Context: an optimization exercise on an open-source flow, tuned for small area, a short achievable clock period and few clock cycles per item. The choices shown serve that exercise and are no tape-out recipe. At most, simulation tests tie the RTL to the original design; equivalence was not proved. No functional check of the RTL was part of run 5.

==> design.v <==
module halftone_step (
    input  wire        clk,
    input  wire        rst,
    input  wire        in_valid,
    output wire        in_ready,
    input  wire        in_mode,
    input  wire [15:0] in_v,
    input  wire [15:0] in_e_line,
    input  wire [15:0] in_e_held,
    input  wire [7:0]  in_th,
    input  wire        in_missing,
    input  wire [7:0]  in_md,
    input  wire [71:0] in_lv,
    input  wire [4:0]  in_wr,
    input  wire [4:0]  in_wdl,
    input  wire [4:0]  in_wdr,
    output reg         out_valid,
    input  wire        out_ready,
    output reg  [2:0]  out_level,
    output reg         out_sat,
    output reg  [15:0] out_right,
    output reg  [15:0] out_dleft,
    output reg  [15:0] out_dright,
    output reg  [15:0] out_down
);
    function automatic [19:0] radd(input [19:0] x, input [19:0] y, input cin);
        integer k;
        reg cy;
        begin
            cy = cin;
            for (k = 0; k < 20; k = k + 1) begin
                radd[k] = x[k] ^ y[k] ^ cy;
                cy = (x[k] & y[k]) | (x[k] & cy) | (y[k] & cy);
            end
        end
    endfunction
    function automatic [19:0] bkadd(input [19:0] x, input [19:0] y, input cin);
        reg [31:0] g, p, pg, G, P;
        integer i, l;
        begin
            g = 32'd0;
            p = 32'd0;
            g[19:0] = x & y;
            p[19:0] = x ^ y;
            pg = p;
            g[0] = g[0] | (p[0] & cin);
            G = g;
            P = p;
            for (l = 1; l < 32; l = l * 2)
                for (i = 2 * l - 1; i < 32; i = i + 2 * l) begin
                    G[i] = G[i] | (P[i] & G[i - l]);
                    P[i] = P[i] & P[i - l];
                end
            for (l = 8; l >= 1; l = l / 2)
                for (i = 3 * l - 1; i < 32; i = i + 2 * l) begin
                    G[i] = G[i] | (P[i] & G[i - l]);
                    P[i] = P[i] & P[i - l];
                end
            bkadd = pg[19:0] ^ {G[18:0], cin};
        end
    endfunction
    function automatic bkcarry(input [31:0] x, input [31:0] y, input cin);
        reg [31:0] G, P;
        integer i, l;
        begin
            G = x & y;
            P = x ^ y;
            G[0] = G[0] | (P[0] & cin);
            for (l = 1; l < 32; l = l * 2)
                for (i = 2 * l - 1; i < 32; i = i + 2 * l) begin
                    G[i] = G[i] | (P[i] & G[i - l]);
                    P[i] = P[i] & P[i - l];
                end
            bkcarry = G[31];
        end
    endfunction
    wire [15:0] in_em = in_mode ? in_e_line : 16'd0;
    wire [15:0] in_hm = in_mode ? in_e_held : 16'd0;
    wire [15:0] in_s  = in_v ^ in_em ^ in_hm;
    wire [15:0] in_c  = (in_v & in_em) | (in_v & in_hm) | (in_em & in_hm);
    wire        in_sx = in_em[15] ^ in_hm[15];
    wire        in_cx = in_em[15] & in_hm[15];
    reg        r_v;
    reg        r_mode, r_miss;
    reg [15:0] r_s, r_c;                        
    reg        r_sx, r_cx;
    reg [7:0]  r_th, r_md;
    reg [71:0] r_lv;
    reg [14:0] r_w;
    reg        m_v, k_v, o_v;
    reg        o_e;                             
    reg        rdy;                             
    wire       r_load = !r_v || !k_v;           
    assign in_ready = rdy;
    always @(posedge clk) begin
        if (r_load) begin
            r_mode <= in_mode;
            r_miss <= in_missing;
            r_s    <= in_s;
            r_c    <= in_c;
            r_sx   <= in_sx;
            r_cx   <= in_cx;
            r_th   <= in_th;
            r_md   <= in_md;
            r_lv   <= in_lv;
            r_w    <= {in_wdr, in_wdl, in_wr};
        end
    end
    wire [11:0] lv1 = r_lv[11:0],  lv2 = r_lv[23:12], lv3 = r_lv[35:24];
    wire [11:0] lv4 = r_lv[47:36], lv5 = r_lv[59:48], lv6 = r_lv[71:60];
    wire [19:0] u_w = bkadd({{4{r_sx}}, r_s}, {{3{r_cx}}, r_c, 1'b0}, 1'b0);
    wire [18:0] u   = u_w[18:0];
    wire        neg = u[18];
    wire        big = u[17] | u[16];           
    wire [11:0] uh  = u[15:4];
    function automatic ge12(input [11:0] x, input [11:0] y);
        integer k;
        reg b;
        begin
            b = 1'b0;
            for (k = 0; k < 12; k = k + 1)
                b = (!x[k] & y[k]) | (!x[k] & b) | (y[k] & b);
            ge12 = !b;
        end
    endfunction
    wire c1 = !neg && (big || ge12(uh, lv1));
    wire c2 = !neg && (big || ge12(uh, lv2));
    wire c3 = !neg && (big || ge12(uh, lv3));
    wire c4 = !neg && (big || ge12(uh, lv4));
    wire c5 = !neg && (big || ge12(uh, lv5));
    wire c6 = !neg && (big || ge12(uh, lv6));
    wire top = !neg && (big || &uh);
    wire s6 = c6;
    wire s5 = c5 & !c6;
    wire s4 = c4 & !c5 & !c6;
    wire s3 = c3 & !c4 & !c5 & !c6;
    wire s2 = c2 & !c3 & !c4 & !c5 & !c6;
    wire s1 = c1 & !c2 & !c3 & !c4 & !c5 & !c6;
    wire s0 = !(c1 | c2 | c3 | c4 | c5 | c6);
    wire [2:0] L = {s4 | s5 | s6, s2 | s3 | s6, s1 | s3 | s5};
    wire [11:0] lo = ({12{s1}} & lv1) | ({12{s2}} & lv2) | ({12{s3}} & lv3)
                   | ({12{s4}} & lv4) | ({12{s5}} & lv5) | ({12{s6}} & lv6);
    wire [11:0] hi = ({12{s0}} & lv1) | ({12{s1}} & lv2) | ({12{s2}} & lv3)
                   | ({12{s3}} & lv4) | ({12{s4}} & lv5) | ({12{s5}} & lv6) | {12{s6}};
    wire [19:0] d_w = bkadd({8'd0, hi}, {8'hff, ~lo}, 1'b1);
    wire [11:0] d   = d_w[11:0];
    wire [19:0] e_lo_w = radd({u[18], u}, ~{4'b0000, lo, 4'b0000}, 1'b1);
    wire [19:0] e_hi_w = radd({u[18], u}, ~{4'b0000, hi, 4'b0000}, 1'b1);
    wire [18:0] e_lo = e_lo_w[18:0];
    wire [18:0] e_hi = e_hi_w[18:0];
    wire [15:0] a    = e_lo[15:0];
    wire signed [16:0] pq = $signed({~r_th[7], r_th[6:0]}) * $signed({1'b0, r_md});
    wire [15:0] q_w  = {~pq[15], pq[14:0]};
    wire [7:0]  th1  = r_th + 8'd1;
    wire [15:0] K    = r_mode ? q_w[15:0] : {th1, 8'd0};
    wire [19:0] k3_w = radd({4'd0, K}, {3'd0, K, 1'b0}, 1'b0);
    wire [17:0] K1 = {2'b00, K}, K2 = {1'b0, K, 1'b0}, K3 = k3_w[17:0];
    function automatic [17:0] ksel(input [1:0] g, input [17:0] x1, input [17:0] x2, input [17:0] x3);
        ksel = ({18{g == 2'd1}} & x1) | ({18{g == 2'd2}} & x2) | ({18{g == 2'd3}} & x3);
    endfunction
    wire [28:0] p0 = {11'd0, ksel(d[1:0],   K1, K2, K3)};
    wire [28:0] p1 = {9'd0,  ksel(d[3:2],   K1, K2, K3), 2'd0};
    wire [28:0] p2 = {7'd0,  ksel(d[5:4],   K1, K2, K3), 4'd0};
    wire [28:0] p3 = {5'd0,  ksel(d[7:6],   K1, K2, K3), 6'd0};
    wire [28:0] p4 = {3'd0,  ksel(d[9:8],   K1, K2, K3), 8'd0};
    wire [28:0] p5 = {1'd0,  ksel(d[11:10], K1, K2, K3), 10'd0};
    wire [28:0] nx = ~{1'b0, a, 11'd0, !r_mode};
    wire [28:0] t1s = p0 ^ p1 ^ p2;
    wire [28:0] t1c = {(p0[27:0] & p1[27:0]) | (p0[27:0] & p2[27:0]) | (p1[27:0] & p2[27:0]), 1'b0};
    wire [28:0] t2s = p3 ^ p4 ^ p5;
    wire [28:0] t2c = {(p3[27:0] & p4[27:0]) | (p3[27:0] & p5[27:0]) | (p4[27:0] & p5[27:0]), 1'b0};
    wire [28:0] t3s = t1s ^ t1c ^ t2s;
    wire [28:0] t3c = {(t1s[27:0] & t1c[27:0]) | (t1s[27:0] & t2s[27:0]) | (t1c[27:0] & t2s[27:0]), 1'b0};
    wire [28:0] t4s = t2c ^ nx ^ t3s;
    wire [28:0] t4c = {(t2c[27:0] & nx[27:0]) | (t2c[27:0] & t3s[27:0]) | (nx[27:0] & t3s[27:0]), 1'b0};
    wire [28:0] t5s = t3c ^ t4s ^ t4c;
    wire [28:0] t5c = {(t3c[27:0] & t4s[27:0]) | (t3c[27:0] & t4c[27:0]) | (t4s[27:0] & t4c[27:0]), 1'b0};
    wire t28 = t5s[28] ^ t5c[28] ^ bkcarry({4'hf, t5s[27:0]}, {4'd0, t5c[27:0]}, 1'b1);
    wire no_up = !r_mode && (&r_th);
    wire up = !no_up && t28;
    wire zero = r_mode && (r_miss || neg);
    wire [2:0] level = zero ? 3'd0 : top ? 3'd7 : L + {2'b00, up};
    wire [18:0] ef  = zero ? u : (top || up) ? e_hi : e_lo;
    wire sat_p = (ef[18:15] != 4'b0000) && (ef[18:15] != 4'b1111);
    wire sat   = r_mode && sat_p;
    wire [15:0] err = !r_mode ? 16'd0 :
                      sat_p   ? (ef[18] ? 16'h8000 : 16'h7fff) : ef[15:0];
    reg [34:0] q0, q1;
    reg        wp, rp;
    wire [34:0] x_m  = {r_w, level, sat, err};
    wire        r_move = r_v && !k_v;                  
    wire        o_load = o_e || out_ready;             
    wire        pop    = m_v && o_load;                
    always @(posedge clk) begin
        if (r_move && !wp) q0 <= x_m;
        if (r_move &&  wp) q1 <= x_m;
    end
    wire [34:0] hd = rp ? q1 : q0;
    wire [15:0] e  = hd[15:0];
    wire [4:0]  wr = hd[24:20], wdl = hd[29:25], wdr = hd[34:30];
    wire [17:0] e1 = {{2{e[15]}}, e}, e2 = {e[15], e, 1'b0};
    wire [19:0] e3_w = radd({{4{e[15]}}, e}, {{3{e[15]}}, e, 1'b0}, 1'b0);
    wire [17:0] e3 = e3_w[17:0];
    function automatic [19:0] mulw(input [4:0] w, input [17:0] x1, input [17:0] x2, input [17:0] x3);
        reg [17:0] l;
        reg [19:0] lo_r, hi_r;
        begin
            l    = ksel(w[1:0], x1, x2, x3);
            lo_r = {{2{l[17]}}, l};
            hi_r = {ksel(w[3:2], x1, x2, x3) | ({18{w[4]}} & {x1[15:0], 2'b00}), 2'b00};
            mulw = radd(lo_r, hi_r, 1'b0);
        end
    endfunction
    wire [19:0] p_r  = mulw(wr,  e1, e2, e3);
    wire [19:0] p_dl = mulw(wdl, e1, e2, e3);
    wire [19:0] p_dr = mulw(wdr, e1, e2, e3);
    wire [15:0] n1 = ~p_r[19:4], n2 = ~p_dl[19:4], n3 = ~p_dr[19:4];
    wire [15:0] ds1 = e ^ n1 ^ n2;
    wire [15:0] dc1 = {(e[14:0] & n1[14:0]) | (e[14:0] & n2[14:0]) | (n1[14:0] & n2[14:0]), 1'b1};
    wire [15:0] ds2 = ds1 ^ dc1 ^ n3;
    wire [15:0] dc2 = {(ds1[14:0] & dc1[14:0]) | (ds1[14:0] & n3[14:0]) | (dc1[14:0] & n3[14:0]), 1'b1};
    wire [19:0] dn_w = radd({4'd0, ds2}, {4'd0, dc2}, 1'b1);
    wire [15:0] dn = dn_w[15:0];
    always @(posedge clk) begin
        if (o_load) begin
            out_level  <= hd[19:17];
            out_sat    <= hd[16];
            out_right  <= p_r[19:4];
            out_dleft  <= p_dl[19:4];
            out_dright <= p_dr[19:4];
            out_down   <= dn;
        end
    end
    wire r_v_n = r_load ? (in_valid && rdy) : r_v;
    wire k_v_n = (k_v && !pop) || (r_move && m_v && !pop);
    always @(posedge clk) begin
        if (rst) begin
            r_v <= 1'b0;
            m_v <= 1'b0;
            k_v <= 1'b0;
            o_v <= 1'b0;
            o_e <= 1'b1;
            rdy <= 1'b0;
            wp  <= 1'b0;
            rp  <= 1'b0;
        end else begin
            r_v <= r_v_n;
            m_v <= (m_v && !pop) || k_v || r_move;
            wp  <= wp ^ r_move;
            rp  <= rp ^ pop;
            k_v <= k_v_n;
            o_v <= pop || (o_v && !out_ready);
            o_e <= !pop && (o_e || out_ready);
            rdy <= !r_v_n || !k_v_n;
        end
    end
    always @(*) out_valid = o_v;
endmodule
==> flow/run.sh <==
#!/bin/bash
# The standard layout (standard.sh, unchanged synthesis and steps), except that the
# port buffers that global placement inserts on every input and output are buf_1 cells
# rather than the default choice. make's full output goes to standard.log here.
set -euo pipefail
export BUFFER_PORTS_ARGS="-buffer_cell sky130_fd_sc_hd__buf_1"
bash standard.sh > standard.log 2>&1
==> standard.sh <==
#!/bin/bash
# synth_recipe.tcl (not shown) runs the flow's synth.tcl, then flattens the netlist and writes it again
# the make line also repeats each setting of config.mk as NAME=value (left out here)
make -C /OpenROAD-flow-scripts/flow DESIGN_CONFIG=/design/flow/config.mk WORK_HOME=/design/flow/orfs CLKGATE_MAP_FILE= SYNTH_SCRIPT=/design/flow/synth_recipe.tcl "${@:-finish}"
==> config.mk <==
export PLATFORM = sky130hd
export DESIGN_NAME = halftone_step
export DESIGN_NICKNAME = halftone_step
export VERILOG_FILES = /design/flow/design.v
export SDC_FILE = /design/flow/constraint.sdc
export NUM_CORES = 4
export LEC_CHECK = 0
export ABC_AREA = 1
export CAP_MARGIN = 0
export CORE_MARGIN = 2
export CORE_UTILIZATION = 70
export CTS_BUF_LIST = sky130_fd_sc_hd__clkbuf_16
export CTS_CLUSTER_DIAMETER = 100
export CTS_CLUSTER_SIZE = 30
export SLEW_MARGIN = 0
==> constraint.sdc <==
create_clock -name core_clock -period 85.0 [get_ports {clk}]
set_input_delay 17.0000 -clock core_clock [delete_from_list [all_inputs] [get_ports {clk}]]
set_output_delay 17.0000 -clock core_clock [all_outputs]
set_load 0.01 [all_outputs]
==> results.cfg, run 1 <==
[yosys]
syn_inst = 2841
synth_common_cells = 635 x inv_1, 460 x nand2_1, 279 x fa_1
synth_adder_area_share = 0.281
synth.largest_area_cell = edfxtp_1
yosysMostFrequentCell = inv_1
synth_compound_area_frac = 0.133
syn-num-nets = 3409
ys_seq_elements = 285
synth_area_leaders = edfxtp_1 32%, fa_1 22%, inv_1 9.2%
synth-seq-area-share = 0.329
synth_xor_xnor_area_share = 0.0102
yosysUniqueCellTypes = 51
yosys_warnings = 1
async_flop_share = 0
yosys.area_share.simple = 0.133
syn_area_um2 = 25800
synth_mux_area_frac = 0.000388
yosys_most_used_dff = edfxtp_1
synth_top_area_frac = 0.322
synth_top_family_by_area = adder cells
synth_area_per_cell_um2 = 9.08
synth_edf_count = 277

[clocking]
cts_resized = 0
clk_path_buf_depth = 3
path_clk_slew_ps = 110
clock_latency_ps = 540
cts_sinks = 285
cts_setup_buffers = 0
htreeDepth = 1
holdBufCountCts = 0
tritoncts = done
root_buffer = clkbuf_16
numCtsBuffers = 15

[worst_setup_path]
worstPathRequired_ps = 85310
startpoint = in_mode
reg2reg_to = q1[9]
critPathKind = input pin to flip-flop
critPathLaunchType = input pin
critPathArrivalTime_ps = 18820
path_max_fanout = 33
rr_worst_depth = 61
cp-end-kind = flip-flop
r2r_slack_ps = 70090
r2r_start = r_s[3]

[sta]
slew_headroom = 0.119
period_share = 0.218
fin_worst_skew_ps = 26.3
rsz0062_at_grt = false
fin_crit_ps = 18510
setup_viol = 0
tightest_slew_ps = 1320
max_clock_freq_ghz = 0.0540
timing_hold_violations_final = 0
setup_tns_ps = 0
final-max-slew-violation-count = 0

[global_route]
grt_pass1_wl_mm = 112
grt_usage = 0.370
grt_pass1_vias = 21800
grt_overflow = 0
grt_max_degree = 82
antenna_found_initial = 0

[floorplanning]
die_w_um = 196
die_height_um = 196
rows = 70
core_area_um2 = 36400
dieArea_um2 = 38400
ios = 227
initial_utilization = 0.708

[place]
numPortBuffers = 226
place_congestion = 0.955
dp_hpwl_mm = 54.2

[finish]
layout-drive-gt1-share = 0.0401
ff_latch_area_um2 = 8480
final_util = 0.754
nFillCells = 2620
areaGrowthSynthToFinish_pct = 6.51
diodes = 0
multiInputGateArea_um2 = 14400
nNetsFinal = 3578

[route]
wirelength_mm = 68.9
drt_iter0_markers = 2519
num_vias = 21400
drt.antenna.violating_nets = 0
drtPass1Iterations = 8
viasPerCell = 6.14
wl_per_cell_um = 19.8
route.detailed.drc = 0

[worst_hold_path]
hp-start = r_w[9]
worstHoldPathCells = 0
hold_class = flip-flop to flip-flop
hold_path_end = q0[29]

[run]
maxCapViolCount = 0

[outcome]
status = no timing/DRC/antenna violations
[state kept, by name, indices dropped and copies added, names as in the netlist, 3 cells and up]
signal,flops
out_down,16
r_s,16
out_level,3
r_lv,72
r_md,8
r_c,16
r_w,15
out_dleft,16
q0,35
out_right,16
out_dright,16
q1,35
r_th,8
[cell type report]
type | count | area share
multi-input combinational | 1796 | 0.523
sequential | 285 | 0.309
inverter | 655 | 0.0896
timing repair buffer | 257 | 0.0393
tap | 468 | 0.0213
clock buffer | 15 | 0.0137
clock inverter | 11 | 0.00419
[routing by layer]
metal  up-vias  GRT usage  routed length [um]
met2      1303      0.609               32600
met5         -          0                   0
met4         0      0.187                3860
met3       285     0.0653                6480
met1     10100      0.478               26000
li1       9687          -                   -
[cells in the final DEF, fill, tap and decap left out, types with 3 or more instances in the layout]
| cell | count |
|---|---|
| clkbuf_16 | 15 |
| o211ai_1 | 22 |
| nand2_2 | 12 |
| inv_1 | 638 |
| edfxtp_1 | 277 |
| a22oi_1 | 8 |
| nand4_1 | 35 |
| a211oi_1 | 6 |
| nand2_4 | 5 |
| fa_1 | 279 |
| and3_1 | 5 |
| a21oi_1 | 142 |
| nand3_1 | 79 |
| xor2_1 | 14 |
| o21ai_0 | 86 |
| nor4_1 | 5 |
| inv_2 | 6 |
| a21o_1 | 4 |
| ha_1 | 132 |
| buf_4 | 31 |
| o221ai_1 | 40 |
| dfxtp_1 | 8 |
| o21ai_1 | 13 |
| or2_2 | 32 |
| xnor2_1 | 13 |
| nor2_1 | 155 |
| o2111ai_1 | 3 |
| a31oi_1 | 5 |
| nand2_1 | 459 |
| buf_1 | 226 |
| a221oi_1 | 38 |
| o22ai_1 | 169 |
| nand3_2 | 3 |
| clkinv_1 | 14 |
| o21a_1 | 4 |
| nor3_1 | 9 |
[cells by family (layout without fill, tap and decap cells)]
logic type / Yosys count / in the layout
XOR/XNOR: 28 / 28
multiplexers: 1 / 1
flip-flops: 285 / 285
adder cells (fa/ha/maj): 411 / 411
AO/OA/AOI/OAI: 551 / 551
buffers and inverters: 760 / 938
AND/OR/NAND/NOR: 805 / 805
[how the worst max path moves through the flow]
stage          slack [ps]  depth (start not counted)           end
3_3_place_gp        66140                          4        r_s[4]
2_1_floorplan       66200                          2  out_dleft[0]
6_report            66490                          4        r_s[5]
5_1_grt             66320                          4        r_s[1]
4_1_cts             66480                          4        r_s[5]
3_5_place_dp        65960                          4        r_s[5]
[through the flow]
| step | setup slack, ps | instances | instance area [um^2] | hold WS, ps |
|---|---|---|---|---|
| 3_5_place_dp | 65960 | 3461 | 27000 | 437 |
| 2_1_floorplan | 66200 | 2841 | 25800 | 421 |
| 6_report | 66490 | 3487 | 27500 | 458 |
| 4_1_cts | 66480 | 3487 | 27500 | 460 |
| 5_1_grt | 66320 | 3487 | 27500 | 467 |
| 3_3_place_gp | 66140 | 3461 | 27000 | 423 |
[critical path, stage by stage]
cell and delay (ps):
buf_1 940, nand2_1 240, fa_1 590, inv_1 40
Testbench counts, summed over its fixed seeds: cycles 32,024, items 32,000.
==> run 2: changes to the inputs <==
--- a/config.mk
+++ b/config.mk
@@ -6,10 +6,10 @@
 export NUM_CORES = 4
 export LEC_CHECK = 0
 export ABC_AREA = 1
-export CAP_MARGIN = 0
+export CAP_MARGIN = 20
 export CORE_MARGIN = 2
 export CORE_UTILIZATION = 70
 export CTS_BUF_LIST = sky130_fd_sc_hd__clkbuf_16
 export CTS_CLUSTER_DIAMETER = 100
 export CTS_CLUSTER_SIZE = 30
-export SLEW_MARGIN = 0
+export SLEW_MARGIN = 20
==> results.cfg, run 2 <==
[clocking]
holdBufCountCts = 0
tritoncts = done
cts_resized = 0
cts_setup_buffers = 0
cts_sinks = 285
root_buffer = clkbuf_16
htreeDepth = 1
clock_latency_ps = 540
clk_path_buf_depth = 3
numCtsBuffers = 15
path_clk_slew_ps = 110

[yosys]
synth-seq-area-share = 0.329
synth_common_cells = 635 x inv_1, 460 x nand2_1, 279 x fa_1
yosysMostFrequentCell = inv_1
yosys_most_used_dff = edfxtp_1
yosysUniqueCellTypes = 51
synth_area_leaders = edfxtp_1 32%, fa_1 22%, inv_1 9.2%
ys_seq_elements = 285
synth_top_area_frac = 0.322
synth_edf_count = 277
yosys_warnings = 1
synth_area_per_cell_um2 = 9.08
syn-num-nets = 3409
synth.largest_area_cell = edfxtp_1
async_flop_share = 0
syn_area_um2 = 25800
syn_inst = 2841

[place]
numPortBuffers = 226
placed_cell_area_um2 = 27000
dp_hpwl_mm = 54.2
place_congestion = 0.955

[finish]
top_register = r_lv
final_area_um2 = 27500
nNetsFinal = 3578
areaGrowthSynthToFinish_pct = 6.53
nFillCells = 2619
mostFrequentLayoutCell = inv_1
diodes = 0
final_util = 0.754
reg_top3 = r_lv (72), q0 (35), q1 (35)
mostFrequentLayoutCells = 638 x inv_1, 459 x nand2_1, 279 x fa_1, 277 x edfxtp_1, 225 x buf_1
largest_reg_flops = 72
layout-drive-gt1-share = 0.0407

[route]
drt.antenna.violating_nets = 0
wirelength_mm = 69.1
num_vias = 21500
route.detailed.drc = 0
drtPass1Iterations = 10
drt_iter0_markers = 2519
wl_per_cell_um = 19.8
viasPerCell = 6.15

[sta]
slew_headroom = 0.219
whs_ps = 463
timing_hold_violations_final = 0
period_share = 0.213
fin_crit_ps = 18110
max_clock_freq_ghz = 0.0552
setup_tns_ps = 0
tightest_slew_ps = 1170
final-max-slew-violation-count = 0
setup_viol = 0
rsz0062_at_grt = false
fin_worst_skew_ps = 25.6

[floorplanning]
ios = 227
initial_utilization = 0.708
dieArea_um2 = 38400
core_area_um2 = 36400
rows = 70
die_w_um = 196
die_height_um = 196

[global_route]
grt_busiest_layer = met2
grt_overflow = 0
grt_max_degree = 82
grt_util_met3 = 0.0653
use_met1 = 0.478
antenna_found_initial = 0
grt_pass1_vias = 21800
grt_usage = 0.370
grt_pass1_wl_mm = 112
grt_use_met2 = 0.609

[worst_setup_path]
cp_slowest_stage_delay_ps = 410
critPathArrivalTime_ps = 1110
crit_path_cell_trace = buf_1
crit_slowest_cell = edfxtp_1
critPathKind = flip-flop to output port
path_max_fanout = 1
critPathLaunchType = flip-flop
worstPathRequired_ps = 68000
cp-end-kind = output port
critPathBufInv = 1
path_delay_family = flip-flops

[worst_hold_path]
hold_class = flip-flop to flip-flop

[run]
maxCapViolCount = 0

[outcome]
status = no timing/DRC/antenna violations
run 2: metal layers:
layer / part of all wire / up-vias
met1: 0.37 / 10100
met2: 0.47 / 1344
met4: 0.057 / 0
met3: 0.097 / 305
met5: 0 / -
li1: - / 9684
run 2: cell type report:
cell class,instances,area [um^2],area share
inverter,655,2460,0.0896
clock inverter,11,115,0.00419
tap,468,586,0.0213
clock buffer,15,375,0.0137
timing repair buffer,257,1080,0.0394
multi-input combinational,1796,14400,0.523
sequential,285,8480,0.309
run 2: path summary, 6_finish.rpt:
path                     start           end  slack [ps]  cells after the start
setup reg to reg        r_s[3]         q1[9]       70070                     66
hold / removal          r_w[9]        q0[29]         460                      0
hold reg to reg         r_w[9]        q0[29]         460                      0
setup / recovery  out_down[15]  out_down[15]       66890                      1
run 2: stage by stage:
step           worst slack [ps]  instances
2_1_floorplan             66200       2841
3_3_place_gp              66140       3461
3_5_place_dp              65960       3461
4_1_cts                   66480       3487
5_1_grt                   66870       3487
6_report                  66890       3487
run 2: cells by family (layout without fill, tap and decap cells):
group                    after synthesis  after routing  synth area share
adder cells (fa/ha/maj)              411            411             0.281
XOR/XNOR                              28             28            0.0102
buffers and inverters                760            938             0.114
AND/OR/NAND/NOR                      805            805             0.133
AO/OA/AOI/OAI                        551            551             0.133
flip-flops                           285            285             0.329
multiplexers                           1              1          0.000388
==> run 3: changes to the inputs <==
--- a/config.mk
+++ b/config.mk
@@ -8,7 +8,7 @@
 export ABC_AREA = 1
 export CAP_MARGIN = 20
 export CORE_MARGIN = 2
-export CORE_UTILIZATION = 70
+export CORE_UTILIZATION = 75
 export CTS_BUF_LIST = sky130_fd_sc_hd__clkbuf_16
 export CTS_CLUSTER_DIAMETER = 100
 export CTS_CLUSTER_SIZE = 30
==> results.cfg, run 3 <==
[clocking]
cts_sinks = 285
clock_latency_ps = 550
htreeDepth = 1
cts_setup_buffers = 0
path_clk_slew_ps = 110
holdBufCountCts = 0
numCtsBuffers = 16
clk_path_buf_depth = 3
tritoncts = done
cts_resized = 0
root_buffer = clkbuf_16

[floorplanning]
core_area_um2 = 33700
rows = 67
initial_utilization = 0.765
dieArea_um2 = 35900
die_height_um = 189
die_w_um = 189
ios = 227

[finish]
reg_top3 = r_lv (72), q0 (35), q1 (35)
nFillCells = 2025
multiInputGateArea_um2 = 14400
mostFrequentLayoutCells = 637 x inv_1, 459 x nand2_1, 279 x fa_1, 277 x edfxtp_1, 225 x buf_1
nNetsFinal = 3579
layout-drive-gt1-share = 0.0414
ff_latch_area_um2 = 8480
mostFrequentLayoutCell = inv_1
top_register = r_lv
areaGrowthSynthToFinish_pct = 6.73
largest_reg_flops = 72
final_util = 0.817

[global_route]
grt_pass1_wl_mm = 118
antenna_found_initial = 1
grt_pass1_vias = 23000
grt_usage = 0.421
grt_overflow = 0
grt_max_degree = 77

[worst_setup_path]
crit_slowest_cell = edfxtp_1
worstPathRequired_ps = 68000
r2r_slack_ps = 69940
cp_slowest_stage_delay_ps = 340
cp-end-kind = output port
path_delay_family = flip-flops
critPathArrivalTime_ps = 1160
critPathLaunchType = flip-flop
path_max_fanout = 1
crit_path_cell_trace = buf_1
critPathBufInv = 1
critPathKind = flip-flop to output port

[route]
num_vias = 22200
drt.antenna.violating_nets = 0
drt_iter0_markers = 3277
drtPass1Iterations = 10
wirelength_mm = 72.8
viasPerCell = 6.41
wl_per_cell_um = 21.0
route.detailed.drc = 0

[sta]
tightest_slew_ps = 1150
rsz0062_at_grt = false
fin_crit_ps = 18160
final-max-slew-violation-count = 0
setup_viol = 0
fin_worst_skew_ps = 35.4
slew_headroom = 0.231
period_share = 0.214
max_clock_freq_ghz = 0.0551
whs_ps = 453
setup_tns_ps = 0
timing_hold_violations_final = 0

[worst_hold_path]
hold_class = flip-flop to flip-flop

[yosys]
synth_common_cells = 635 x inv_1, 460 x nand2_1, 279 x fa_1
synth_edf_count = 277
async_flop_share = 0
syn_inst = 2841
syn_area_um2 = 25800
ys_seq_elements = 285
synth_top_area_frac = 0.322
yosysMostFrequentCell = inv_1
yosys_warnings = 1
synth_area_leaders = edfxtp_1 32%, fa_1 22%, inv_1 9.2%
synth-seq-area-share = 0.329
synth.largest_area_cell = edfxtp_1
yosys_most_used_dff = edfxtp_1
yosysUniqueCellTypes = 51
syn-num-nets = 3409
synth_area_per_cell_um2 = 9.08

[run]
maxCapViolCount = 0

[place]
dp_hpwl_mm = 55.2
place_congestion = 1.00
numPortBuffers = 226

[outcome]
status = no timing/DRC/antenna violations
[run 3: final timing paths]
kind,start,endpoint,cells after the start
worst max-delay path,out_sat,out_sat,1
worst min-delay path,r_w[6],q0[26],0
worst min register to register,r_w[6],q0[26],0
worst max register to register,r_s[3],q1[9],70
[run 3: cell families (layout without fill, tap and decap cells)]
kind of cell,Yosys count,after routing,synth area share
muxes,1,1,0.000388
other,0,1,0
DFF,285,285,0.329
buffers and inverters,760,939,0.114
adders and majority gates,411,411,0.281
AOI/OAI and AO/OA,551,551,0.133
and+or+nand+nor,805,805,0.133
xor gates and xnor gates,28,28,0.0102
[run 3: layout make-up]
| class | count | share of cell area |
|---|---|---|
| antenna | 1 | 0.0000909 |
| clock buffer | 17 | 0.0155 |
| clock inverter | 10 | 0.00500 |
| inverter | 655 | 0.0894 |
| multi-input combinational | 1796 | 0.522 |
| sequential | 285 | 0.308 |
| tap | 448 | 0.0204 |
| timing repair buffer | 257 | 0.0393 |
[run 3: metal layers]
layer | part of all wire | global-route usage | wire, um
met5 | 0 | 0 | 0
met4 | 0.072 | 0.243 | 5220
met3 | 0.11 | 0.103 | 8350
met2 | 0.47 | 0.684 | 34200
met1 | 0.34 | 0.519 | 25000
[run 3: stage by stage]
step / cells / instance area, um^2 / setup WS [ps]
after floorplan: 2841 / 25800 / 66200
after global placement: 3441 / 27000 / 66140
after detailed placement: 3441 / 27000 / 65960
after CTS: 3468 / 27500 / 66500
after global routing: 3468 / 27500 / 66850
final: 3469 / 27500 / 66840
==> run 4: changes to the inputs <==
--- a/design.v
+++ b/design.v
@@ -88,7 +88,6 @@
     reg [71:0] r_lv;
     reg [14:0] r_w;
     reg        m_v, k_v, o_v;
-    reg        o_e;                             
     reg        rdy;                             
     wire       r_load = !r_v || !k_v;           
     assign in_ready = rdy;
@@ -189,7 +188,7 @@
     reg        wp, rp;
     wire [34:0] x_m  = {r_w, level, sat, err};
     wire        r_move = r_v && !k_v;                  
-    wire        o_load = o_e || out_ready;             
+    wire        o_load = !o_v || out_ready;            
     wire        pop    = m_v && o_load;                
     always @(posedge clk) begin
         if (r_move && !wp) q0 <= x_m;
@@ -239,7 +238,6 @@
             m_v <= 1'b0;
             k_v <= 1'b0;
             o_v <= 1'b0;
-            o_e <= 1'b1;
             rdy <= 1'b0;
             wp  <= 1'b0;
             rp  <= 1'b0;
@@ -250,7 +248,6 @@
             rp  <= rp ^ pop;
             k_v <= k_v_n;
             o_v <= pop || (o_v && !out_ready);
-            o_e <= !pop && (o_e || out_ready);
             rdy <= !r_v_n || !k_v_n;
         end
     end
==> run.sh (new file) <==
#!/bin/bash
# synth_recipe.tcl (not shown) runs the flow's synth.tcl, then flattens the netlist and writes it again
# the make line also repeats each setting of config.mk as NAME=value (left out here)
make -C /OpenROAD-flow-scripts/flow DESIGN_CONFIG=/design/flow/config.mk WORK_HOME=/design/flow/orfs CLKGATE_MAP_FILE= SYNTH_SCRIPT=/design/flow/synth_recipe.tcl finish
--- a/config.mk
+++ b/config.mk
@@ -8,7 +8,7 @@
 export ABC_AREA = 1
 export CAP_MARGIN = 20
 export CORE_MARGIN = 2
-export CORE_UTILIZATION = 75
+export CORE_UTILIZATION = 65
 export CTS_BUF_LIST = sky130_fd_sc_hd__clkbuf_16
 export CTS_CLUSTER_DIAMETER = 100
 export CTS_CLUSTER_SIZE = 30
removed: flow/run.sh
removed: standard.sh
==> results.cfg, run 4 <==
[yosys]
syn_inst = 2826
synth_top_family_by_area = adder cells
synth_mux_area_frac = 0
synth-seq-area-share = 0.326
synth_xor_xnor_area_share = 0.0112
synth_area_leaders = edfxtp_1 32%, fa_1 22%, inv_1 9.0%
yosys_most_used_dff = edfxtp_1
synth_top_area_frac = 0.321
yosys_warnings = 1
ys_seq_elements = 284
yosysUniqueCellTypes = 56
synth_common_cells = 623 x inv_1, 431 x nand2_1, 279 x fa_1
yosysMostFrequentCell = inv_1
synth_edf_count = 277
synth_compound_area_frac = 0.133
async_flop_share = 0
syn_area_um2 = 25900
synth.largest_area_cell = edfxtp_1
syn-num-nets = 3394
synth_adder_area_share = 0.279
yosys.area_share.simple = 0.137
synth_area_per_cell_um2 = 9.18

[worst_setup_path]
critPathLaunchType = flip-flop
critPathKind = flip-flop to output port
cp.depth = 1
crit_slowest_cell = clkdlybuf4s50_1
path_max_fanout = 1
crit_path_cell_trace = clkdlybuf4s50_1
r2r_start = r_md[3]
rr_worst_depth = 55
path_delay_family = buffers and inverters
critPathArrivalTime_ps = 1560
crit_end = out_sat
cp_slowest_stage_delay_ps = 570
r2r_slack_ps = 70360
startpoint = out_sat
cp-end-kind = output port
reg2reg_to = q0[5]
critPathBufInv = 1
worstPathRequired_ps = 68000

[finish]
mostFrequentLayoutCells = 623 x inv_1, 429 x nand2_1, 279 x fa_1, 277 x edfxtp_1, 225 x clkdlybuf4s50_1
layout-drive-gt1-share = 0.0556
areaGrowthSynthToFinish_pct = 12.3
stdcell_count = 3529
nNetsFinal = 3566
largest_reg_flops = 72
mostFrequentLayoutCell = inv_1
nFillCells = 2847
diodes = 0
reg_top3 = r_lv (72), q0 (35), q1 (35)
top_register = r_lv

[sta]
final-max-slew-violation-count = 0
fin_worst_skew_ps = 42.0
setup_tns_ps = 0
fin_crit_ps = 18560
slew_headroom = 0.275
max_clock_freq_ghz = 0.0539
tightest_slew_ps = 1080
period_share = 0.218
rsz0062_at_grt = false
setup_viol = 0
timing_hold_violations_final = 0

[floorplanning]
ios = 227
initial_utilization = 0.656
dieArea_um2 = 41500
core_area_um2 = 39500
die_w_um = 204
die_height_um = 204
rows = 73

[route]
met3WireLength_mm = 6.26
wl_per_cell_um = 19.8
num_vias = 21200
viasPerCell = 6.01
route.detailed.drc = 0
drt.antenna.violating_nets = 0
routed-wl-met2_mm = 33.3
drt_iter0_markers = 2658
top_layer = met4
wl_met1_mm = 26.7
drtPass1Iterations = 7
wirelength_mm = 69.8

[global_route]
grt_overflow = 0
grt_usage = 0.342
grt_max_degree = 80
antenna_found_initial = 0
grt_pass1_vias = 21400
grt_pass1_wl_mm = 112

[place]
dp_cells = 3506
numPortBuffers = 226
place_congestion = 0.960
dp_hpwl_mm = 55.1

[worst_hold_path]
worstHoldPathCells = 0
hp-start = r_w[1]
hold_class = flip-flop to flip-flop

[clocking]
clock_latency_ps = 540
numCtsBuffers = 15
root_buffer = clkbuf_16
path_clk_slew_ps = 110
htreeDepth = 1
cts_setup_buffers = 0
clk_path_buf_depth = 3
tritoncts = done
cts_resized = 0
cts_sinks = 284
holdBufCountCts = 0

[run]
maxCapViolCount = 0

[outcome]
status = no timing/DRC/antenna violations
run 4: cell types whose count changed in the layout (fill, tap and decap cells not counted), moves of 5 or more:
| cell | delta |
|---|---|
| buf_1 | -225 |
| clkdlybuf4s50_1 | +225 |
| nand2_1 | -30 |
| inv_1 | -14 |
| nand4_1 | -10 |
| nand4_2 | +10 |
| o21ai_0 | +9 |
| nor2_1 | -8 |
| inv_2 | +7 |
| nand2_4 | +6 |
| or2_2 | +6 |
| xor2_1 | +6 |
| a21oi_1 | -5 |
run 4: final cells by class:
| class | instances | area [um^2] | area share |
|---|---|---|---|
| clock buffer | 15 | 375 | 0.0129 |
| sequential | 284 | 8460 | 0.290 |
| clock inverter | 8 | 101 | 0.00348 |
| inverter | 654 | 2460 | 0.0844 |
| timing repair buffer | 261 | 2520 | 0.0865 |
| multi-input combinational | 1782 | 14600 | 0.500 |
| tap | 525 | 657 | 0.0226 |
run 4: kinds of logic after synthesis:
kind of cell,after synthesis
compound gates,556
xor+xnor,31
fa+ha+maj,411
buf+inv,760
flops,284
simple gates,784
run 4: per-stage QoR:
stage          utilization  setup slack [ps]  hold slack [ps]  area, um^2
3_5_place_dp         0.724             65690              430       28700
5_1_grt              0.737             66400              461       29100
2_1_floorplan            -             65860              421       25900
4_1_cts              0.736             66260              456       29100
6_report             0.737             66440              451       29100
3_3_place_gp         0.724             65800              426       28700
run 4: routing by layer:
layer	vias up	GRT usage
li1	9648	-
met1	10100	0.446
met2	1207	0.573
met3	248	0.0518
met5	-	0
met4	0	0.148
run 4: worst min path at each step:
stage / slack [ps] / end
floorplan: 420 / q0[20]
global placement: 430 / q1[21]
detailed placement: 430 / q1[26]
CTS: 460 / q0[21]
global route: 460 / q0[24]
finish: 450 / q0[21]
run 4: worst register-to-register path, delay by kind of cell (launching register included):
kind | cells | cell delay, ps
flip-flops | 1 | 580
adder cells (fa/ha/maj) | 21 | 8310
AO/OA/AOI/OAI | 6 | 1320
AND/OR/NAND/NOR | 17 | 2990
buffers and inverters | 11 | 1180
Testbench counts of run 4, summed over its fixed seeds: cycles 32,024, items 32,000.
==> run 5: changes to the inputs <==
--- a/design.v
+++ b/design.v
@@ -87,12 +87,12 @@
     reg [7:0]  r_th, r_md;
     reg [71:0] r_lv;
     reg [14:0] r_w;
-    reg        m_v, k_v, o_v;
+    reg  [1:0] q_n;                             
+    reg        o_v;
     reg        rdy;                             
-    wire       r_load = !r_v || !k_v;           
     assign in_ready = rdy;
     always @(posedge clk) begin
-        if (r_load) begin
+        begin
             r_mode <= in_mode;
             r_miss <= in_missing;
             r_s    <= in_s;
@@ -184,17 +184,17 @@
     wire sat   = r_mode && sat_p;
     wire [15:0] err = !r_mode ? 16'd0 :
                       sat_p   ? (ef[18] ? 16'h8000 : 16'h7fff) : ef[15:0];
-    reg [34:0] q0, q1;
-    reg        wp, rp;
+    reg [34:0] q0, q1, q2;
+    reg [2:0]  wp, rp;
     wire [34:0] x_m  = {r_w, level, sat, err};
-    wire        r_move = r_v && !k_v;                  
     wire        o_load = !o_v || out_ready;            
-    wire        pop    = m_v && o_load;                
-    always @(posedge clk) begin
-        if (r_move && !wp) q0 <= x_m;
-        if (r_move &&  wp) q1 <= x_m;
-    end
-    wire [34:0] hd = rp ? q1 : q0;
+    wire        pop    = (q_n != 2'd0) && o_load;      
+    always @(posedge clk) begin
+        if (r_v && wp[0]) q0 <= x_m;
+        if (r_v && wp[1]) q1 <= x_m;
+        if (r_v && wp[2]) q2 <= x_m;
+    end
+    wire [34:0] hd = ({35{rp[0]}} & q0) | ({35{rp[1]}} & q1) | ({35{rp[2]}} & q2);
     wire [15:0] e  = hd[15:0];
     wire [4:0]  wr = hd[24:20], wdl = hd[29:25], wdr = hd[34:30];
     wire [17:0] e1 = {{2{e[15]}}, e}, e2 = {e[15], e, 1'b0};
@@ -230,25 +230,23 @@
             out_down   <= dn;
         end
     end
-    wire r_v_n = r_load ? (in_valid && rdy) : r_v;
-    wire k_v_n = (k_v && !pop) || (r_move && m_v && !pop);
+    wire       r_v_n = in_valid && rdy;
+    wire [1:0] q_n_n = q_n + {1'b0, r_v} - {1'b0, pop};
     always @(posedge clk) begin
         if (rst) begin
             r_v <= 1'b0;
-            m_v <= 1'b0;
-            k_v <= 1'b0;
+            q_n <= 2'd0;
             o_v <= 1'b0;
             rdy <= 1'b0;
-            wp  <= 1'b0;
-            rp  <= 1'b0;
+            wp  <= 3'b001;
+            rp  <= 3'b001;
         end else begin
             r_v <= r_v_n;
-            m_v <= (m_v && !pop) || k_v || r_move;
-            wp  <= wp ^ r_move;
-            rp  <= rp ^ pop;
-            k_v <= k_v_n;
+            q_n <= q_n_n;
+            if (r_v) wp <= {wp[1:0], wp[2]};
+            if (pop) rp <= {rp[1:0], rp[2]};
             o_v <= pop || (o_v && !out_ready);
-            rdy <= !r_v_n || !k_v_n;
+            rdy <= ({1'b0, q_n_n} + {2'b00, r_v_n}) <= 3'd2;
         end
     end
     always @(*) out_valid = o_v;
==> flow/run.sh (new file) <==
#!/bin/bash
# The standard layout (standard.sh, unchanged synthesis and steps), except that the
# port buffers that global placement inserts on every input and output are buf_1 cells
# rather than the default choice. make's full output goes to standard.log here.
set -euo pipefail
export BUFFER_PORTS_ARGS="-buffer_cell sky130_fd_sc_hd__buf_1"
bash standard.sh > standard.log 2>&1
==> standard.sh (new file) <==
#!/bin/bash
# synth_recipe.tcl (not shown) runs the flow's synth.tcl, then flattens the netlist and writes it again
# the make line also repeats each setting of config.mk as NAME=value (left out here)
make -C /OpenROAD-flow-scripts/flow DESIGN_CONFIG=/design/flow/config.mk WORK_HOME=/design/flow/orfs CLKGATE_MAP_FILE= SYNTH_SCRIPT=/design/flow/synth_recipe.tcl "${@:-finish}"
removed: run.sh
==> results.cfg, run 5 <==
[finish]
diodes = 0
top_register = r_lv
nFillCells = 3115
mostFrequentLayoutCells = 653 x inv_1, 525 x nand2_1, 279 x fa_1, 225 x buf_1, 179 x o22ai_1
final_util = 0.703
nNetsFinal = 3713
mostFrequentLayoutCell = inv_1
largest_reg_flops = 72
areaGrowthSynthToFinish_pct = 6.58
layout-drive-gt1-share = 0.0467

[global_route]
grt_overflow = 0
grt_pass1_wl_mm = 113
grt_pass1_vias = 21800
antenna_found_initial = 0
grt_usage = 0.344
grt_max_degree = 71

[sta]
slew_headroom = 0.317
tightest_slew_ps = 1020
period_share = 0.230
final-max-slew-violation-count = 0
fin_worst_skew_ps = 37.0
max_clock_freq_ghz = 0.0511
setup_tns_ps = 0
timing_hold_violations_final = 0
fin_crit_ps = 19560
setup_viol = 0
rsz0062_at_grt = false

[clocking]
clk_path_buf_depth = 3
cts_sinks = 323
root_buffer = clkbuf_16
clock_latency_ps = 550
htreeDepth = 1
cts_resized = 0
path_clk_slew_ps = 100
numCtsBuffers = 17
tritoncts = done
holdBufCountCts = 0
cts_setup_buffers = 0

[worst_setup_path]
critPathKind = input pin to flip-flop
cp-end-kind = flip-flop
r2r_slack_ps = 70380
critPathLaunchType = input pin
critPathArrivalTime_ps = 20000
worstPathRequired_ps = 85440
path_max_fanout = 70

[floorplanning]
core_area_um2 = 39700
die_w_um = 205
die_height_um = 205
initial_utilization = 0.659
ios = 227
rows = 73
dieArea_um2 = 41900

[route]
route.detailed.drc = 0
drtPass1Iterations = 6
wirelength_mm = 71.0
drt_iter0_markers = 2087
num_vias = 21800
wl_per_cell_um = 19.3
viasPerCell = 5.93
drt.antenna.violating_nets = 0

[yosys]
synth_common_cells = 649 x inv_1, 526 x nand2_1, 279 x fa_1
syn-num-nets = 3555
async_flop_share = 0
syn_inst = 2984
ys_seq_elements = 323
syn_area_um2 = 26200
synth_top_area_frac = 0.213
yosysMostFrequentCell = inv_1
synth_edf_count = 173
yosys_warnings = 1
synth_area_leaders = fa_1 21%, edfxtp_1 20%, dfxtp_1 11%
synth.largest_area_cell = fa_1
yosys_most_used_dff = edfxtp_1
synth_area_per_cell_um2 = 8.78
yosysUniqueCellTypes = 56
synth-seq-area-share = 0.313

[place]
dp_hpwl_mm = 54.9
numPortBuffers = 226
place_congestion = 0.969

[worst_hold_path]
hold_class = flip-flop to flip-flop

[outcome]
status = no timing/DRC/antenna violations

[run]
maxCapViolCount = 0
run 5: changes by cell type after synthesis, sizes merged, moves of 13 or more:
cell,previous run,this run
edfxtp,277,173
o21ai,109,69
nand2,451,552
o221ai,38,51
or2,43,16
nand3,82,122
inv,637,666
dfxtp,7,150
run 5: routing by layer:
| layer | share of wire | track usage | vias up | wire [um] |
|---|---|---|---|---|
| met3 | 0.085 | 0.0487 | 223 | 6070 |
| met4 | 0.047 | 0.145 | 0 | 3340 |
| met5 | 0 | 0 | - | 0 |
| met2 | 0.48 | 0.581 | 1194 | 34000 |
| li1 | - | - | 9970 | - |
| met1 | 0.39 | 0.447 | 10400 | 27600 |
run 5: final cells by class:
class	instances	area, um^2	share of cell area
Tap cell	525	657	0.0235
Inverter	681	2560	0.0916
Multi-Input combinational cell	1867	14900	0.534
Timing Repair Buffer	252	1040	0.0374
Clock inverter	11	138	0.00493
Sequential cell	323	8200	0.294
Clock buffer	17	425	0.0152
run 5: final timing paths:
check,from,to,cells after the start
worst min register to register,r_w[12],q1[32],0
worst min-delay path,r_w[12],q1[32],0
worst max-delay path,out_ready,rdy,14
worst max register to register,r_s[3],q2[2],63
run 5: critical path, stage by stage:
cell and delay, ps:
buf_1 70, inv_1 50, nand2_2 50, buf_4 670, o21ai_0 390, inv_1 220, ha_1 250, inv_1 60
ha_1 170, xor2_1 180, xor2_1 280, ha_1 290, nor3b_1 140, o21a_1 160
run 5: cells by family (layout without fill, tap and decap cells):
| logic type | after synthesis | in the layout | synth area share |
|---|---|---|---|
| DFF | 323 | 323 | 0.313 |
| AOI/OAI and AO/OA | 517 | 517 | 0.125 |
| and+or+nand+nor | 906 | 906 | 0.155 |
| adders and majority gates | 414 | 414 | 0.278 |
| xor gates and xnor gates | 30 | 30 | 0.0107 |
| buffers and inverters | 794 | 961 | 0.118 |
run 5: metrics by stage:
stage | instances | hold WS [ps] | setup slack (ps) | instance area, um^2
after floorplan | 2984 | 421 | 64360 | 26200
after global placement | 3648 | 426 | 65170 | 27400
after detailed placement | 3648 | 440 | 64930 | 27400
after CTS | 3676 | 467 | 65490 | 27900
after global routing | 3676 | 491 | 65280 | 27900
final | 3676 | 467 | 65440 | 27900

-- re-timing with driven ports --
The results above use ideal ports. As a check the final layouts listed here were re-extracted and re-timed, cells and wires unchanged. Step 1 sets driving cells, clkbuf_16 on the clock port and buf_2 on the other inputs (assumed; they add their load-dependent delay and slew). Step 2 also shifts input and output timing later by t, the mid clock arrival at the registers, as if the neighbouring blocks saw the same clock. Slacks: ideal ports / drivers / drivers and shift; pairs: ideal ports / drivers.
| run | t, ns | setup WS [ns] | hold slack, ns | slew at the worst register clock pin (ns) | worst data-port slew with drivers (ns) |
|---|---|---|---|---|---|
| run 1 | 0.583 | 66.486 / 66.506 / 65.923 | 0.458 / 0.458 / 0.458 | 0.11 / 0.11 | 0.05 |
| run 2 | 0.583 | 66.893 / 66.839 / 66.479 | 0.463 / 0.463 / 0.463 | 0.11 / 0.11 | 0.05 |
| run 3 | 0.589 | 66.843 / 66.786 / 66.462 | 0.453 / 0.453 / 0.453 | 0.12 / 0.12 | 0.06 |
| run 4 | 0.578 | 66.438 / 66.380 / 66.114 | 0.451 / 0.451 / 0.451 | 0.11 / 0.11 | 0.06 |
| run 5 | 0.582 | 65.436 / 65.463 / 64.881 | 0.467 / 0.467 / 0.467 | 0.12 / 0.12 | 0.07 |
After both steps setup and hold are still met in every run listed. For run 1, which loses most, drivers alone change the setup slack by +0.020 ns; drivers and shift together by -0.563 ns.
